Context: an optimization exercise on an open-source flow, tuned for small area and a short achievable clock period. The choices shown serve that exercise and are no tape-out recipe.
No functional check of the RTL was part of any run shown here.
No activity file was given, so power comes from the tool's default toggle rates.

## standard.sh

```bash
#!/bin/bash
# synth_recipe.tcl (not shown) runs the flow's synth.tcl, then flattens the netlist and writes it again
# the make line also repeats each setting of config.mk as NAME=value (left out here)
make -C /OpenROAD-flow-scripts/flow DESIGN_CONFIG=/design/flow/config.mk WORK_HOME=/design/flow/orfs CLKGATE_MAP_FILE= SYNTH_SCRIPT=/design/flow/synth_recipe.tcl "${@:-finish}"
```

## design.v

```verilog
module red_combine (
    input  wire        clk,
    input  wire        rst,
    input  wire        in_valid,
    input  wire [31:0] in_a,
    input  wire [31:0] in_b,
    input  wire [1:0]  in_op,
    input  wire [1:0]  in_rmode,
    input  wire [15:0] in_rand,
    output reg         out_valid,
    output reg  [31:0] out_res
);
    wire a_e0   = ~|in_a[30:23];
    wire b_e0   = ~|in_b[30:23];
    wire a_emax = &in_a[30:23];
    wire b_emax = &in_b[30:23];
    wire a_mz   = ~|in_a[22:0];
    wire b_mz   = ~|in_b[22:0];
    wire a_nan  = a_emax & ~a_mz;
    wire b_nan  = b_emax & ~b_mz;
    wire a_inf  = a_emax & a_mz;
    wire b_inf  = b_emax & b_mz;
    wire sa = in_a[31];
    wire sb = in_b[31];
    wire is_mm  = in_op[0] ^ in_op[1];
    wire is_max = in_op[1];
    wire zero_small = ~is_mm & (a_inf | b_inf);
    wire e_gt_hi, e_gt_lo;
    gt_t #(4) u_geh (.a(in_b[30:27]), .b(in_a[30:27]), .gt(e_gt_hi));
    gt_t #(4) u_gel (.a(in_b[26:23]), .b(in_a[26:23]), .gt(e_gt_lo));
    wire e_eq_hi = (in_b[30:27] == in_a[30:27]);
    wire m_gt_hi, m_gt_lo;
    gt_t #(12) u_gmh (.a(in_b[22:11]), .b(in_a[22:11]), .gt(m_gt_hi));
    gt_t #(11) u_gml (.a(in_b[10:0]), .b(in_a[10:0]), .gt(m_gt_lo));
    wire m_eq_hi = (in_b[22:11] == in_a[22:11]);
    wire e_eq_lo = (in_b[26:23] == in_a[26:23]);
    wire pick_a_lt = b_nan | (~a_nan & (sa ^ is_max ^ ~(sa ^ sb)));
    wire pick_a_ge = b_nan | (~a_nan & (sa ^ is_max));
    wire [6:0] r_ab = {1'b0, in_a[28:23]} - {1'b0, in_b[28:23]};
    wire [6:0] r_ba = {1'b0, in_b[28:23]} - {1'b0, in_a[28:23]};
    wire [1:0] ha = in_a[30:29];
    wire [1:0] hb = in_b[30:29];
    wire ge_ab = ((ha == hb + 2'd1) & ~r_ab[6]) | ({1'b0, ha} >= {1'b0, hb} + 3'd2);
    wire ge_ba = ((hb == ha + 2'd1) & ~r_ba[6]) | ({1'b0, hb} >= {1'b0, ha} + 3'd2);
    reg        v1;
    reg [31:0] a1, b1;
    reg        sel_lt, sel_ge, egh1, eqh1, egl1;
    reg [5:0]  sh_ab, sh_ba;
    reg        big_ab, big_ba;
    reg        sub, zs1, zsm1, nan1, rtz1, stoc1, mgh1, meqh1, mgl1, eql1, mmflip, mm1;
    reg [15:0] rnd1;
    always @(posedge clk) begin
        v1    <= ~rst & in_valid;
        a1    <= in_a;
        b1    <= in_b;
        sel_lt <= is_mm ? ~pick_a_lt : 1'b1;
        sel_ge <= is_mm ? ~pick_a_ge : 1'b0;
        egh1  <= e_gt_hi;
        eqh1  <= e_eq_hi;
        egl1  <= e_gt_lo;
        sh_ab <= r_ab[5:0];
        sh_ba <= r_ba[5:0];
        big_ab <= ge_ab;
        big_ba <= ge_ba;
        sub   <= (sa ^ sb) & ~is_mm;
        zs1   <= is_mm | a_inf | b_inf;
        zsm1  <= zero_small;
        mgh1  <= m_gt_hi;
        meqh1 <= m_eq_hi;
        mgl1  <= m_gt_lo;
        eql1  <= e_eq_lo;
        mmflip <= ~a_nan & ~b_nan & ~(sa ^ sb);
        mm1   <= is_mm;
        nan1  <= is_mm ? (a_nan & b_nan) : (a_nan | b_nan | (a_inf & b_inf & (sa ^ sb)));
        rtz1  <= (in_rmode == 2'd1);
        stoc1 <= (in_rmode == 2'd2);
        rnd1  <= in_rand;
    end
    wire e_lt = egh1 | (eqh1 & egl1);                
    wire mgt  = eqh1 & eql1 & (mgh1 | (meqh1 & mgl1));
    wire sel1 = e_lt ? sel_lt : sel_ge;
    wire [5:0] sh  = mm1 ? 6'd0 : sel1 ? sh_ba : sh_ab;
    wire       big = ~mm1 & (sel1 ? big_ba : big_ab);
    wire [31:0] bg1  = sel1 ? b1 : a1;
    wire [22:0] sm_m = sel1 ? a1[22:0] : b1[22:0];
    wire        a1_e0 = ~|a1[30:23];
    wire        b1_e0 = ~|b1[30:23];
    wire        sm_e0 = sel1 ? a1_e0 : b1_e0;
    wire        bg_e0 = sel1 ? b1_e0 : a1_e0;
    wire        fix1 = sm_e0 & ~bg_e0;
    wire        s_sm = sel1 ? a1[31] : b1[31];
    wire [23:0] m_sm = zsm1 ? 24'd0 : fix1 ? {sm_m, 1'b0} : {~sm_e0, sm_m};
    wire [7:0]  e_big = {bg1[30:24], bg1[23] | bg_e0};
    wire [23:0] m_big = {~bg_e0, bg1[22:0]};
    wire [41:0] y;
    s1_align u_align(.m_sm(m_sm), .sh({big, 1'b0, sh}), .y(y));
    wire [42:0] r1;
    reg any_lo;
    integer k;
    always @(*) begin
        any_lo = 1'b0;
        for (k = 0; k < 24; k = k + 1)
            if (m_sm[k] && (big || sh > k)) any_lo = 1'b1;
    end
    wire swap_mm = mm1 & mgt & mmflip;
    s1_add u_add(.m_big(m_big & {24{~swap_mm}}), .y(y), .en_y(~mm1 | swap_mm),
                 .inv_big(sub & mgt), .inv_y(sub & ~mgt), .no_lo(~any_lo), .r1(r1));
    reg        v2;
    reg [42:0] r;
    reg [7:0]  eb2;
    reg        sg2, nan2, sub2, inf2, rtz2, stoc2;
    reg [15:0] rnd2;
    always @(posedge clk) begin
        v2    <= ~rst & v1;
        r     <= r1;
        eb2   <= e_big;
        sg2   <= (mgt & ~mm1) ? s_sm : bg1[31];
        nan2  <= nan1;
        sub2  <= sub;
        rtz2  <= rtz1;
        stoc2 <= stoc1;
        inf2  <= zs1 | ~rtz1;
        rnd2  <= rnd1;
    end
    wire [23:0] n; wire [15:0] d; wire st; wire [4:0] lz;
    s2_norm u_norm(.r(r), .eb2(eb2), .n(n), .d(d), .st(st), .lz(lz));
    wire [31:0] result;
    s2_round u_round(.r(r), .eb2(eb2), .n(n), .d(d), .st(st), .lz(lz), .rnd2(rnd2), .stoc2(stoc2), .rtz2(rtz2), .inf2(inf2), .nan2(nan2), .sg2(sg2), .sub2(sub2), .result(result));
    always @(posedge clk) begin
        out_valid <= ~rst & v2;
        out_res   <= result;
    end
endmodule
module s1_align(input [23:0] m_sm, input [7:0] sh, output [41:0] y);
    wire big = |sh[7:6];
    wire [41:0] x0 = {m_sm, 18'd0};
    wire [41:0] x1 = sh[0] ? { 1'd0, x0[41:1]}  : x0;
    wire [41:0] x2 = sh[1] ? { 2'd0, x1[41:2]}  : x1;
    wire [41:0] x3 = sh[2] ? { 4'd0, x2[41:4]}  : x2;
    wire [41:0] x4 = sh[3] ? { 8'd0, x3[41:8]}  : x3;
    wire [41:0] x5 = sh[4] ? {16'd0, x4[41:16]} : x4;
    wire [41:0] x6 = (sh[5] | big) ? {32'd0, x5[41:32] & {10{~big}}} : x5;
    wire jam = (sh[4] & (|x4[15:0])) | ((sh[5] | big) & (|x5[31:0])) | (big & (|x5[41:32]));
    assign y = {x6[41:1], x6[0] | jam};
endmodule
module s1_add(input [23:0] m_big, input [41:0] y, input en_y, input inv_big, input inv_y,
              input no_lo, output [42:0] r1);
    wire [18:0] lo_any;
    or_prefix #(18) u_lo (.a(y[17:0]), .y(lo_any));
    assign r1[17:0] = y[17:0] ^ ({18{inv_y}} & lo_any[17:0]);
    add_bk #(25) u_hi (.a({1'b0, m_big} ^ {25{inv_big}}), .b({1'b0, y[41:18] & {24{en_y}}} ^ {25{inv_y}}),
                       .c((inv_big | inv_y) & no_lo), .y(r1[42:18]));
endmodule
module s2_norm(input [42:0] r, input [7:0] eb2, output [23:0] n, output [15:0] d, output st, output reg [4:0] lz);
    wire [25:0] xs = r[42:17];
    integer i;
    always @(*) begin
        lz = 5'd26;
        for (i = 0; i < 26; i = i + 1)
            if (xs[i]) lz = 5'd25 - i[4:0];
    end
    wire lz_ok = (|eb2[7:5]) | (lz <= eb2[4:0]);
    wire [4:0] L = lz_ok ? lz : eb2[4:0];
    wire [25:0] shl = xs << L;
    assign n  = shl[25:2];
    assign d  = (L == 5'd0) ? r[18:3] : (L == 5'd1) ? r[17:2] : (L == 5'd2) ? r[16:1] : 16'd0;
    assign st = (L == 5'd0) ? |r[2:0] : (L == 5'd1) ? |r[1:0] : (L == 5'd2) ? r[0] : 1'b0;
endmodule
module s2_round(input [42:0] r, input [7:0] eb2, input [23:0] n, input [15:0] d, input st, input [4:0] lz,
  input [15:0] rnd2, input stoc2, input rtz2, input inf2, input nan2, input sg2, input sub2, output [31:0] result);
    wire [7:0]  e_field = n[23] ? eb2 + 8'd1 - {3'd0, lz} : 8'd0;
    wire r_zero = ~|r[42:17];
    wire d_gt_r;
    gt_t #(16) u_gtr (.a(d), .b(rnd2), .gt(d_gt_r));
    wire round_up = stoc2 ? d_gt_r : (~rtz2 & d[15] & ((|d[14:0]) | st | n[0]));
    wire [31:0] ones;
    and_prefix #(31) u_rnd (.a({e_field, n[22:0]}), .y(ones));
    wire [31:0] code = {1'b0, e_field, n[22:0]} ^ ({32{round_up}} & ones);
    wire ovf = code[31] | &code[30:23];
    wire sign = sg2 & ~(sub2 & r_zero);
    assign result = nan2 ? 32'h7FC0_0000 :
                         {sign, ovf ? (inf2 ? 31'h7F80_0000 : 31'h7F7F_FFFF) : code[30:0]};
endmodule
module inc_g #(parameter N=31) (input [N-1:0] a, input c, output [N:0] y);
  localparam G = (N+4)/4;
  wire [4*G-1:0] ap = {{(4*G-N){1'b0}}, a};
  wire [4*G-1:0] s;
  wire [G:0] gc;             
  assign gc[0] = c;
  genvar g;
  generate for (g = 0; g < G; g = g + 1) begin: grp
    wire [3:0] q = ap[4*g+3:4*g];
    assign gc[g+1] = gc[g] & (&q);
    wire c1 = gc[g] & q[0];
    wire c2 = c1 & q[1];
    wire c3 = c2 & q[2];
    assign s[4*g+3:4*g] = q ^ {c3, c2, c1, gc[g]};
  end endgenerate
  assign y = s[N:0];
endmodule
module or_prefix #(parameter N=18) (input [N-1:0] a, output [N:0] y);
  localparam G = (N+4)/4;
  wire [4*G-1:0] ap = {{(4*G-N){1'b0}}, a};
  wire [4*G-1:0] s;
  wire [G:0] gc;
  assign gc[0] = 1'b0;
  genvar g;
  generate for (g = 0; g < G; g = g + 1) begin: grp
    wire [3:0] q = ap[4*g+3:4*g];
    assign gc[g+1] = gc[g] | (|q);
    wire c1 = gc[g] | q[0];
    wire c2 = c1 | q[1];
    wire c3 = c2 | q[2];
    assign s[4*g+3:4*g] = {c3, c2, c1, gc[g]};
  end endgenerate
  assign y = s[N:0];
endmodule
module and_prefix #(parameter N=31) (input [N-1:0] a, output [N:0] y);
  localparam G = (N+4)/4;
  wire [4*G-1:0] ap = {{(4*G-N){1'b0}}, a};
  wire [4*G-1:0] s;
  wire [G:0] gc;
  assign gc[0] = 1'b1;
  genvar g;
  generate for (g = 0; g < G; g = g + 1) begin: grp
    wire [3:0] q = ap[4*g+3:4*g];
    assign gc[g+1] = gc[g] & (&q);
    wire c1 = gc[g] & q[0];
    wire c2 = c1 & q[1];
    wire c3 = c2 & q[2];
    assign s[4*g+3:4*g] = {c3, c2, c1, gc[g]};
  end endgenerate
  assign y = s[N:0];
endmodule
module gt_t #(parameter N=23) (input [N-1:0] a, input [N-1:0] b, output gt);
  function integer lg2;
    input integer v;
    integer t;
    begin
      lg2 = 0;
      for (t = 1; t < v; t = t * 2) lg2 = lg2 + 1;
    end
  endfunction
  localparam LG = lg2(N);
  localparam M = 1 << LG;
  wire [M-1:0] g0 = {{(M-N){1'b0}}, a & ~b};
  wire [M-1:0] e0 = {{(M-N){1'b1}}, ~(a ^ b)};
  genvar l, i;
  generate for (l = 0; l < LG; l = l + 1) begin: lv
    wire [(M>>(l+1))-1:0] gg, ee;
    for (i = 0; i < (M>>(l+1)); i = i + 1) begin: nd
      wire gh, gl, eh, el;
      if (l == 0) begin: f0
        assign gh = g0[2*i+1]; assign gl = g0[2*i]; assign eh = e0[2*i+1]; assign el = e0[2*i];
      end else begin: fn
        assign gh = lv[l-1].gg[2*i+1]; assign gl = lv[l-1].gg[2*i]; assign eh = lv[l-1].ee[2*i+1]; assign el = lv[l-1].ee[2*i];
      end
      assign gg[i] = gh | (eh & gl);
      assign ee[i] = eh & el;
    end
  end endgenerate
  assign gt = lv[LG-1].gg[0];
endmodule
module add_bk #(parameter N=43) (input [N-1:0] a, input [N-1:0] b, input c, output [N-1:0] y);
  function integer lg2;
    input integer v;
    integer t;
    begin
      lg2 = 0;
      for (t = 1; t < v; t = t * 2) lg2 = lg2 + 1;
    end
  endfunction
  localparam M = N+1;
  localparam LG = lg2(M);
  wire [M-1:0] g [0:2*LG];
  wire [M-1:0] p [0:2*LG];
  assign g[0] = {a & b, c};
  assign p[0] = {a ^ b, 1'b0};
  genvar l, i;
  generate
    for (l = 0; l < LG; l = l + 1) begin: up
      for (i = 0; i < M; i = i + 1) begin: b
        if ((i % (2<<l)) == (2<<l)-1) begin: n
          assign g[l+1][i] = g[l][i] | (p[l][i] & g[l][i-(1<<l)]);
          assign p[l+1][i] = p[l][i] & p[l][i-(1<<l)];
        end else begin: w
          assign g[l+1][i] = g[l][i];
          assign p[l+1][i] = p[l][i];
        end
      end
    end
    for (l = LG-1; l > 0; l = l - 1) begin: dn
      for (i = 0; i < M; i = i + 1) begin: b
        if (i >= (3<<(l-1))-1 && ((i - ((3<<(l-1))-1)) % (2<<(l-1))) == 0) begin: n
          assign g[2*LG-l][i] = g[2*LG-l-1][i] | (p[2*LG-l-1][i] & g[2*LG-l-1][i-(1<<(l-1))]);
          assign p[2*LG-l][i] = p[2*LG-l-1][i] & p[2*LG-l-1][i-(1<<(l-1))];
        end else begin: w
          assign g[2*LG-l][i] = g[2*LG-l-1][i];
          assign p[2*LG-l][i] = p[2*LG-l-1][i];
        end
      end
    end
  endgenerate
  assign y = p[0][M-1:1] ^ g[2*LG-1][M-2:0];
endmodule
```

## constraint.sdc

```tcl
create_clock -name core_clock -period 32.0 [get_ports {clk}]
set_input_delay 6.4000 -clock core_clock [delete_from_list [all_inputs] [get_ports {clk}]]
set_output_delay 6.4000 -clock core_clock [all_outputs]
set_load 0.01 [all_outputs]
```

## flow/setup_margin

```
24.2
```

## flow/run.sh

```bash
#!/bin/bash
# The standard ORFS layout (standard.sh, standard synthesis unchanged) with two changes
# to how the layout is made; the clock, its period and the constraints stay the design's:
#  - repair_timing is asked for extra setup slack (flow/setup_margin, in ns), so that it
#    sizes and buffers the logic for a shorter period than the constraint's;
#  - port buffers (every input and output still gets one) use flow/port_buffer.
set -euo pipefail
MARGIN=$(cat flow/setup_margin)
PBUF=$(cat flow/port_buffer)
sed "s|CLKGATE_MAP_FILE= |CLKGATE_MAP_FILE= SETUP_SLACK_MARGIN=$MARGIN 'BUFFER_PORTS_ARGS=-buffer_cell $PBUF' |" \
    standard.sh > standard_tuned.sh
bash standard_tuned.sh > flow_make.log 2>&1
```

## flow/port_buffer

```
sky130_fd_sc_hd__buf_1
```

## config.mk

```make
export PLATFORM = sky130hd
export DESIGN_NAME = red_combine
export DESIGN_NICKNAME = red_combine
export VERILOG_FILES = /design/flow/design.v
export SDC_FILE = /design/flow/constraint.sdc
export NUM_CORES = 4
export LEC_CHECK = 0
export ABC_AREA = 1
export CAP_MARGIN = 20
export CORE_MARGIN = 2
export CORE_UTILIZATION = 60
export CTS_BUF_LIST = sky130_fd_sc_hd__clkbuf_16
export CTS_CLUSTER_DIAMETER = 100
export CTS_CLUSTER_SIZE = 30
export SLEW_MARGIN = 20
```

==> impl_results.md, run 1 <==
* Pin slew with the least headroom to its limit at 0.772 ns
* Initial Utilization at 0.611
* Largest family of logic cells by synthesized area: simple AND/OR/NAND/NOR gates
* Place WS at 23.82 ns
* Crit path max fanout at 3
* Hold path start: rnd1[13]$_DFF_P_
* Synth-to-Final Area Change at 7.59%
* Chip height at 164 µm
* Total power at 1610 µW
* R2R Setup Slk at 24.65 ns
* Worst-path clk slew at 0.10 ns
* Diodes inserted at 0
* Startpoint types: input port
* Critical R2R Launch: eqh1$_DFF_P_
* Flops & latches, synth at 218
* Setup TNS at 0 ns
* Mapped cell area at 15400 µm²
* RSZ-0062 raised after global routing: yes
* Hold slack at 0.337 ns
* Vias in the first global route at 14000
* WL final at 43700 µm
* Post-Syn Instances at 2314
* Post-synthesis compound-gate area fraction at 0.130
* Core area at 25200 µm²
* Final-stage net count at 2580
* Normalized max-slew margin at 0.483
* Leak at 0.00807 µW
* FMAX at 131 MHz
* Yosys top cell area share at 0.284
* CTS root buf: clkbuf_16
* GRT Util Overall at 0.317
* Placed Area at 15900 µm²
* CTS tree: built
* Routed len/inst at 16.1 µm
* FP Rows at 58
* Crit share post-route at 0.238
* IO Pins at 120
* Final GP Congestion at 0.969
* Clk Latency, worst-skew pair at 0.49 ns
* Share of cells above drive strength 1 at 0.0512
* Vias per Instance at 5.64
* DRT Pass-1 Iters at 6
* Yosys cell types at 62
* H-tree levels at 1
* Power Dens Cells at 97.3 nW/µm²
* Slew Limit Fails at 0
* Required @ worst endpoint at 32.42 ns
* Endpoints failing hold at 0
* Worst min path class: reg2reg
* Syn_nets at 2515
* Synth Warn # at 3
* Simple-gate portion of the synthesized area at 0.324
* Filler cells at 2350
* Syn avg cell area at 6.65 µm²
* Longest Clk Path Bufs at 3
* VDD IR max at 0.0948 mV
* Post-synthesis xor/xnor area fraction at 0.0603
* Post-synthesis adder-cell area fraction at 0.101
* Crit path DAT at 8.05 ns
* Outcome: finished clean
* Post-synth EDFFs at 0
* Synth Flop Type: dfxtp_1
* Endpoints failing setup at 0
* Post-synthesis mux area share at 0.00463
* CTS sink count at 218
* Detailed Place HPWL at 34500 µm
* Largest net degree at the start of global routing at 63
* Worst Reg-to-Reg Cells at 42
* Max Cap Viol at 0
* First-pass GRT wire length at 68900 µm
* Hold Buf Count CTS at 0
* Routed Antenna Nets at 0
* CP Class: in2reg
* Period minus WS final at 7.63 ns
* Largest area contributor in the netlist: dfxtp_1
* Chip Width at 164 µm
* Initial antenna violation count at 0
* Die ar. at 26900 µm²
* Main area contributors after synthesis: dfxtp_1 (28%), nand2_1 (14%), ha_1 (7.9%)
* Hold Crit Depth at 0
* Ys async rst share at 0
* Grt ovf at 0
* Skew final at 0.0166 ns
* Remaining DRCs at 0
* TritonCTS Buffers at 12
* Final instance area at 16600 µm²
* Sequential area share after synthesis at 0.284
* DR iter-0 viols at 1310
* Nature of the critical path endpoint: flip-flop
* Worst Hold Path EP: rnd2[13]$_DFF_P_
* Slack of the critical path at 24.37 ns
* Port buffer count at 119
* Vias at 15300
* Reg2reg end: r[41]$_DFF_P_
Yosys cell counts, drive strengths merged (13+ instances only):
cell type    n
o211ai      33
a21oi       63
xnor2       13
nor4        14
dfxtp      218
inv        273
buf         42
nand3      237
fa          17
clkbuf      53
or2         16
o21ai      196
nor2       213
nand4       47
ha          97
xor2        93
nor3        23
nand2      592
area by class of cell:
type | count | area [µm²] | area share
clock buffers | 13 | 325 | 0.0196
clock inverters | 5 | 55.1 | 0.00333
inverters | 278 | 1060 | 0.0643
multi-input cells | 1723 | 9630 | 0.582
flip-flops and latches | 218 | 4360 | 0.264
well taps | 330 | 413 | 0.0249
repair buffers | 144 | 688 | 0.0416
repair inverters | 2 | 12.5 | 0.000756
repair_timing:
item                       CTS  global route
buffers inserted             0             9
setup endpoints to repair   35            41
resized for setup            7            38
gates cloned                 0             3
pin swaps                    0             5
per-layer routing:
| metal | global-route usage | up-vias | share of wire |
|---|---|---|---|
| met5 | 0 | - | 0 |
| met4 | 0.134 | 0 | 0.046 |
| met3 | 0.0311 | 123 | 0.063 |
| met2 | 0.544 | 609 | 0.47 |
| met1 | 0.405 | 6893 | 0.42 |
| li1 | - | 7673 | - |
placed cells by master, fill, tap and decap left out, types with 7 or more instances in the layout:
cell,n
nor3_1,17
o21ai_0,168
xnor2_1,13
o21ai_1,24
dfxtp_1,218
or2_2,10
o211ai_1,33
nor2_2,8
nand4_1,46
nand3_1,229
fa_1,17
inv_1,258
nor4_1,14
o22ai_1,7
o21a_1,7
a21oi_1,61
inv_2,10
ha_1,97
buf_4,19
nor2_1,201
clkbuf_16,14
buf_1,119
nand2_1,580
xor2_1,93
nand2_2,8
how the worst max path moves through the flow:
stage / from / endpoint / cells past startpoint
final: in_b[23] / big_ba$_DFF_P_ / 8
after global routing: eqh1$_DFF_P_ / r[41]$_DFF_P_ / 42
after CTS: in_b[23] / big_ba$_DFF_P_ / 8
after detailed placement: in_b[23] / big_ba$_DFF_P_ / 8
after global placement: in_b[23] / big_ba$_DFF_P_ / 8
after floorplan: in_b[23] / big_ba$_DFF_P_ / 7
sequential cells by signal, summed over array words and instances (netlist names), 5 cells and up:
name,cells
rnd1,16
eb2,8
rnd2,16
sh_ba,6
b1,32
a1,32
r,43
sh_ab,5
out_res,32
per-stage QoR:
stage	util	cells
floorplan	-	2314
global placement	0.633	2683
detailed placement	0.633	2683
CTS	0.649	2701
global route	0.657	2713
finish	0.657	2713
power by group:
group          total [µW]  internal, µW  switching [µW]
Clock                 173          77.4            95.3
Sequential            381           340            40.9
Combinational        1060           360             698
cells by family after synthesis:
kind of cell / after synthesis
buf+inv: 373
simple gates: 1149
xor+xnor: 106
compound gates: 347
mux: 7
flops: 218
fa+ha+maj: 114
critical path: stages:
cell	delay, ns
buf_1	0.15
inv_1	0.09
ha_1	0.22
fa_1	0.41
o21ai_1	0.27
nand3_1	0.11
a221o_1	0.30
o211ai_1	0.08
==> run 2, diff against run 1 <==
==> flow/setup_margin (replaced) <==
24.5
==> run 2 against run 1 <==
- still clean
- combinational power is 4% higher
- first-iteration DRC count grew 22%
- sequential share of layout area down 0.67 points
- total power up 2.9%
- core utilization grew 1.8 points
- global-route usage up 0.90 points
- worst hold slack better by 0.0012 ns
- worst setup slack better by 0.18 ns
- cell count rose by 0.92%
- sequential power is essentially flat
- critical path depth up 1
==> impl_results.md, run 2 <==
* Outcome: finished clean
* Vias in the first global route at 14300 (+1.8%)
* FP Rows at 58 (unchanged)
* Crit path max fanout at 2 (-1)
* Skew final at 0.0218 ns (+0.00519 ns)
* R2R Setup Slk at 24.99 ns (+0.34 ns)
* Port buffer count at 119 (unchanged)
* Chip Width at 164 µm (unchanged)
* Endpoints failing setup at 0 (unchanged)
* Leak at 0.00819 µW (+1.5%)
* Yosys top cell area share at 0.284 (unchanged)
* RSZ-0062 raised after global routing: yes
* Commonest cells post-synth: nand2_1 (583), inv_1 (261), nand3_1 (229)
* Main area contributors after synthesis: dfxtp_1 (28%), nand2_1 (14%), ha_1 (7.9%)
* Detailed Place HPWL at 35500 µm (+2.7%)
* Syn avg cell area at 6.65 µm² (unchanged)
* Clk Latency, worst-skew pair at 0.51 ns (+0.02 ns)
* Max Cap Viol at 0 (unchanged)
* Die ar. at 26900 µm² (unchanged)
* Hold path start: rnd1[0]$_DFF_P_
* Biggest register: r
* Most common cell after layout, fill and taps aside: nand2_1
* IO Pins at 120 (unchanged)
* Worst-path clk slew at 0.10 ns (about the same)
* Worst Reg-to-Reg Cells at 45 (+7.1%)
* Synth Flop Type: dfxtp_1
* Most used cells in the layout excluding fill and tap cells: nand2_1 (575), inv_1 (250), nand3_1 (228)
* Final-stage net count at 2605 (+0.97%)
* DRT Pass-1 Iters at 6 (unchanged)
* Hold slack at 0.338 ns (+0.00119 ns)
* Syn_nets at 2515 (unchanged)
* Power Dens Cells at 97.5 nW/µm² (+0.19%)
* Hold Crit Depth at 0 (unchanged)
* DR iter-0 viols at 1596 (+22%)
* Final GP Congestion at 0.993 (+2.5%)
* Initial antenna violation count at 1 (+1)
* Routed Antenna Nets at 0 (unchanged)
* Routed len/inst at 17.1 µm (+6.2%)
* WL final at 46800 µm (+7.2%)
* FMAX at 134 MHz (+2.4%)
* Yosys cell types at 62 (unchanged)
* TritonCTS Buffers at 12 (unchanged)
* Initial Utilization at 0.611 (unchanged)
* Vias per Instance at 5.76 (+2.1%)
* Synth Warn # at 3 (unchanged)
* CTS root buf: clkbuf_16
* Crit share post-route at 0.233 (-0.00563)
* Reg2reg end: r[41]$_DFF_P_
* Critical R2R Launch: eqh1$_DFF_P_
* Synth-to-Final Area Change at 10.5%
* Worst min path class: reg2reg
* Crit path DAT at 7.84 ns (-0.21 ns)
* Remaining DRCs at 0 (unchanged)
* Largest area contributor in the netlist: dfxtp_1
* CTS tree: built
* Worst Hold Path EP: rnd2[0]$_DFF_P_
* Sequential area share after synthesis at 0.284 (unchanged)
* Slew Limit Fails at 0 (unchanged)
* First-pass GRT wire length at 70500 µm (+2.3%)
* Grt ovf at 0 (unchanged)
* Period minus WS final at 7.45 ns (-0.180 ns)
* Flops & latches, synth at 218 (unchanged)
* Nature of the critical path endpoint: flip-flop
* Normalized max-slew margin at 0.491 (+0.00769)
* Largest net degree at the start of global routing at 66 (+4.8%)
* Post-synth EDFFs at 0 (unchanged)
* Required @ worst endpoint at 32.39 ns (-0.03 ns)
* GRT Util Overall at 0.326 (+0.00896)
* Startpoint types: input port
* Post-Syn Instances at 2314 (unchanged)
* Vias at 15800 (+3.1%)
* Most numerous cell in the Yosys netlist: nand2_1
* H-tree levels at 1 (unchanged)
* Chip height at 164 µm (unchanged)
* Setup TNS at 0 ns (unchanged)
* Mapped cell area at 15400 µm² (unchanged)
* Max reg flops at 43 (unchanged)
* Share of cells above drive strength 1 at 0.0785 (+0.0273)
* Ys async rst share at 0 (unchanged)
* Longest Clk Path Bufs at 3 (unchanged)
* Endpoints failing hold at 0 (unchanged)
* Core area at 25200 µm² (unchanged)
* VDD IR max at 0.0787 mV (-17%)
* CTS sink count at 218 (unchanged)
* Diodes inserted at 0 (unchanged)
* Pin slew with the least headroom to its limit at 0.761 ns (-0.0115 ns)
* CP Class: in2reg
==> run 2: cell counts after synthesis <==
No cell type changed its count.
==> run 2: kinds of logic after synthesis <==
kind of cell	share of synthesized area
XOR/XNOR	0.0603
buffers and inverters	0.0968
multiplexers	0.00464
adder cells (fa/ha/maj)	0.101
AO/OA/AOI/OAI	0.130
flip-flops	0.284
AND/OR/NAND/NOR	0.324
==> run 2: worst max-delay path, cell delays in order <==
cell,delay (ns)
buf_1,0.27
inv_8,0.04
ha_4,0.21
a31o_4,0.21
a21o_1,0.17
a21oi_1,0.16
o221ai_1,0.17
nand4_1,0.12
nand3b_1,0.07
==> run 2: final cells by class <==
type                       count  area, µm²
timing repair buffer         159        835
tap                          330        413
sequential                   218       4370
inverter                     278       1090
timing repair inverter         5       30.0
clock buffer                  13        325
fill                        2264       8180
clock inverter                 5       61.3
multi-input combinational   1730       9880
==> run 2: worst max path at each step <==
stage | from | to | slack [ns]
final | in_a[1] | mgl1$_DFF_P_ | 24.55
after global routing | eqh1$_DFF_P_ | r[41]$_DFF_P_ | 24.41
after CTS | in_a[1] | nan1$_DFF_P_ | 24.51
after detailed placement | in_a[1] | nan1$_DFF_P_ | 23.90
after global placement | in_b[0] | nan1$_DFF_P_ | 23.94
after floorplan | in_b[23] | big_ba$_DFF_P_ | 24.38
==> run 2: timing repair <==
action,4_1_cts,5_1_grt
hold buffers,0,0
gates resized for setup,18,73
setup endpoints to repair,40,44
cloned,1,13
buffers inserted,0,22
pin swaps,1,14
==> run 2: per-stage QoR <==
| stage | instances | instance area, µm² | setup slack [ns] | util | total power (µW) |
|---|---|---|---|---|---|
| 2_1_floorplan | 2314 | 15500 | 24.38 | - | 1180 |
| 3_3_place_gp | 2684 | 16000 | 23.94 | 0.637 | 1390 |
| 3_5_place_dp | 2684 | 16000 | 23.90 | 0.637 | 1410 |
| 4_1_cts | 2703 | 16500 | 24.51 | 0.656 | 1600 |
| 5_1_grt | 2738 | 17000 | 24.41 | 0.675 | 1810 |
| 6_report | 2738 | 17000 | 24.55 | 0.675 | 1660 |
==> run 2: where the power goes <==
part / internal, µW / switching (µW)
logic: 375 / 725
registers: 340 / 40.7
clock network: 78.1 / 98.9
total: 793 / 865
==> run 2: routing by layer <==
metal	vias to the layer above	track usage	share of wire
li1	7729	-	-
met1	7197	0.405	0.41
met2	694	0.575	0.48
met3	145	0.0331	0.066
met4	0	0.131	0.044
met5	-	0	0

-- port drivers added, routing unchanged --
Ports are ideal in the flow. The routed layouts listed here were re-timed in OpenROAD.
Step 1 sets driving cells, clkbuf_16 on the clock port and buf_2 on the other inputs (assumed; they add their load-dependent delay and slew).
Step 2 also shifts input and output timing later by t, the mid clock arrival at the registers, as if the neighbouring blocks saw the same clock.
Slacks: no drivers / after step 1 / after step 2; pairs: no drivers / after step 1.
run | shift t [ns] | setup slack, ns | hold WS [ns] | worst setup path at the end | pins driven straight from the clock port
run 1 | 0.538 | 24.369 / 24.400 / 23.862 | 0.337 / 0.337 / 0.337 | input to register | 1
run 2 | 0.548 | 24.550 / 24.551 / 24.032 | 0.338 / 0.338 / 0.338 | input to register | 1
After both steps setup and hold are still met in every run listed. The setup slack of run 2, which loses most, moves by +0.001 ns with the drivers and by -0.518 ns with both steps.
